Source: an optimization exercise on an open RTL-to-GDS flow (aim: small area, a short achievable clock period and few clock cycles per item). Production flows keep margins and buffers that such runs may drop.
RTL that was checked went through simulation tests only; none was proved equivalent to the original.
No activity file was given, so power comes from the tool's default toggle rates.

== red ==
// cdt_builder
module cdt_builder (
    input  wire        clk,
    input  wire        rst,             
    input  wire [4:0]  cfg_k,
    input  wire [10:0] cfg_min_used,
    input  wire [10:0] cfg_max_used,
    input  wire [15:0] cfg_max_width,
    input  wire [2:0]  cfg_interp,
    input  wire        in_valid,
    output wire        in_ready,
    input  wire [24:0] in_count,
    output reg         out_valid,
    output reg  [9:0]  out_code,
    output reg  [15:0] out_entry,
    output reg  [9:0]  out_fine,
    output reg         out_wrap,
    output reg         res_valid,
    output wire [2:0]  res_interp,
    output reg         res_accept,
    output wire [10:0] res_used,
    output wire [24:0] res_widest,
    output reg         res_event,
    output wire [7:0]  res_acc_mask
);
    reg         v1;
    wire [9:0]  cprev = out_code + {8'd0, v0 & v1, v0 ^ v1};
    reg         first;
    reg         last;
    reg  [2:0]  st;             
    reg         rdy;            
    assign in_ready = rdy;
    wire        take  = in_valid & in_ready;       
    wire        clr   = first & in_ready;
    reg  [24:0] h0;             
    reg         v0;
    reg  [4:0]  k_q;            
    reg  [10:0] min_used_q;
    reg  [10:0] max_used_q;
    reg  [15:0] max_width_q;
    reg  [2:0]  interp_q;
    wire [4:0]  k_in  = {cfg_k[3], cfg_k[2:0] == 3'd7, cfg_k[2:0] == 3'd6,
                         cfg_k[2:0] == 3'd5, cfg_k[2:0] == 3'd4};
    wire [4:0]  k_now = first ? k_in : k_q;
    reg         chk;            
    wire        fin = v0 & first;           
    reg  [2:0]  hold;
    always @(*) begin
        hold = k_q[0] ? 3'd5 : k_q[1] ? 3'd4 : 3'd3;
    end
    always @(*) begin
  ...
==> flow/config.mk <==
export PLATFORM = sky130hd
export DESIGN_NAME = cdt_builder
export DESIGN_NICKNAME = cdt_builder
export VERILOG_FILES = /design/flow/design.v
export SDC_FILE = /design/flow/constraint.sdc
export NUM_CORES = 4
export LEC_CHECK = 0
export CAP_MARGIN = 20
export CORE_MARGIN = 2
export CORE_UTILIZATION = 50
export CTS_CLUSTER_DIAMETER = 100
export CTS_CLUSTER_SIZE = 20
export SETUP_SLACK_MARGIN = 3.67
export SLEW_MARGIN = 20
export TNS_END_PERCENT = 10
==> flow/constraint.sdc <==
create_clock -name core_clock -period 6.0 [get_ports {clk}]
set_input_delay 1.2000 -clock core_clock [delete_from_list [all_inputs] [get_ports {clk}]]
set_output_delay 1.2000 -clock core_clock [all_outputs]
set_load 0.01 [all_outputs]
standard.sh (not shown) runs the stock make flow with config.mk's settings and CLKGATE_MAP_FILE= SYNTH_SCRIPT=/design/flow/synth_recipe.tcl, a recipe that flattens the netlist after the stock synthesis.
==> flow/flow/run.sh <==
#!/bin/bash
# The standard layout, with buf_1 (rather than the default buffer) on the
# input and output ports; every port still gets its own buffer.
set -o pipefail
bash standard.sh "BUFFER_PORTS_ARGS=-buffer_cell sky130_fd_sc_hd__buf_1" finish > standard_make.log 2>&1
red: flow completed, timing, DRC and antenna clean
Testbench counts of red, summed over its fixed seeds: cycles 65,745, items 65,536.
--- input diff red..blue ---
Settings: PLACE_DENSITY now 0.72, previously not set.
--- outcome ---
red and blue ended up with nearly the same synthesized cell count. First-pass GRT wire length for blue: 560 µm up relative to red. Per the comparison of blue with red, sequential cell area shows no meaningful change; total leakage power roughly the same; non-filler instance count after layout dropped 0.35%; multi-input combinational area share did not really move; fmax has decreased. For red, the group drawing the most power was sequential cells, unlike blue, where it was combinational cells. Looking at final critical-path required period, blue sits 95 ps above red. [blue] fraction of met1 tracks used by global routing rose 0.85 points relative to red. In summary, blue completed successfully, with a layout that passed the timing, design-rule and antenna checks. Total power of the final layout: red and blue compared, higher one is blue.


Setup of the previous run:
Another version of the RTL of cdt_builder (not shown whole).
For scale: about 1200 cells after synthesis, roughly 250 flip-flops, about 0.012 sq mm of cells after synthesis.
Settings: LEC_CHECK=0, CAP_MARGIN=20, CORE_MARGIN=2, CORE_UTILIZATION=40, CTS_CLUSTER_DIAMETER=150, CTS_CLUSTER_SIZE=30, SETUP_SLACK_MARGIN=3.7, SLEW_MARGIN=20; clock period 6.0 ns.
run.sh (not shown) runs the stock make flow with config.mk's settings and CLKGATE_MAP_FILE= SYNTH_SCRIPT=/design/flow/synth_recipe.tcl, a recipe that flattens the netlist after the stock synthesis.
Stock flow here: none of the scripts above is used.
The previous run: no failed stages, no open violations at the end
Modified inputs, the current run compared to the previous run
# the previous run
export LEC_CHECK = 0
export CAP_MARGIN = 20
export CORE_MARGIN = 2
export CORE_UTILIZATION = 40
export CTS_CLUSTER_DIAMETER = 150
export CTS_CLUSTER_SIZE = 30
export SETUP_SLACK_MARGIN = 3.7
export SLEW_MARGIN = 20
create_clock -name core_clock -period 6.0 [get_ports {clk}]
# the current run
export LEC_CHECK = 0
export CAP_MARGIN = 20
export CORE_MARGIN = 2
export CORE_UTILIZATION = 40
export SETUP_SLACK_MARGIN = 3.7
export SLEW_MARGIN = 20
create_clock -name core_clock -period 6.0 [get_ports {clk}]
==> comparison <==
Per the comparison of the current run with the previous run, data arrival time of the critical path went down by 0.12 ns, routed wire length was more or less identical, global-route usage was more or less identical, area growth from synthesis to layout went up by 2.8 points, largest stage delay on the critical path went up by 0.13 ns. Run comparison: the current run leading cell type in the layout, fill and taps excluded dfxtp_1; the previous run leading cell type in the layout, fill and taps excluded nor2_1. Compared with the previous run, in the current run sequential share of layout area fell by 0.84 points; critical path depth fell by 3; total power rose by 0.63 mW.
No functional check of the RTL was part of any run of this note.

==> afterwards: timing with drivers on the ports <==
The results above use ideal ports. As a check the final layouts listed here were re-extracted and re-timed, cells and wires unchanged. Step 1 (the two cells are an assumption about what drives the block):
set clk [get_ports {clk}]
set_driving_cell -lib_cell sky130_fd_sc_hd__clkbuf_16 $clk
set_driving_cell -lib_cell sky130_fd_sc_hd__buf_2 [delete_from_list [all_inputs] $clk]
Step 2 adds t to the input delays and takes it off the output delays; t is the mean of the earliest and latest rising clock arrival at the registers after step 1. Input paths then give back, and output paths get back, about the clock's delay inside the block. Slacks: no drivers / after step 1 / after step 2; pairs: no drivers / after step 1.
| run | t, ns | slack for setup (ns) | hold slack, ns | worst data-port slew with drivers (ns) | cell pins on the clock port's net |
|---|---|---|---|---|---|
| red | 0.530 | 3.604 / 3.553 / 3.404 | 0.434 / 0.434 / 0.434 | 0.07 | 1 |
| blue | 0.547 | 3.509 / 3.462 / 3.148 | 0.414 / 0.414 / 0.414 | 0.08 | 1 |
| the previous run | 0.538 | 3.496 / 3.490 / 3.027 | 0.419 / 0.419 / 0.419 | 0.05 | 1 |
| the current run | 0.591 | 3.492 / 3.459 / 2.977 | 0.408 / 0.408 / 0.408 | 0.06 | 1 |
After both steps every run listed still meets setup and hold. The setup slack of the current run, which loses most, moves by -0.033 ns with the drivers and by -0.515 ns with both steps.
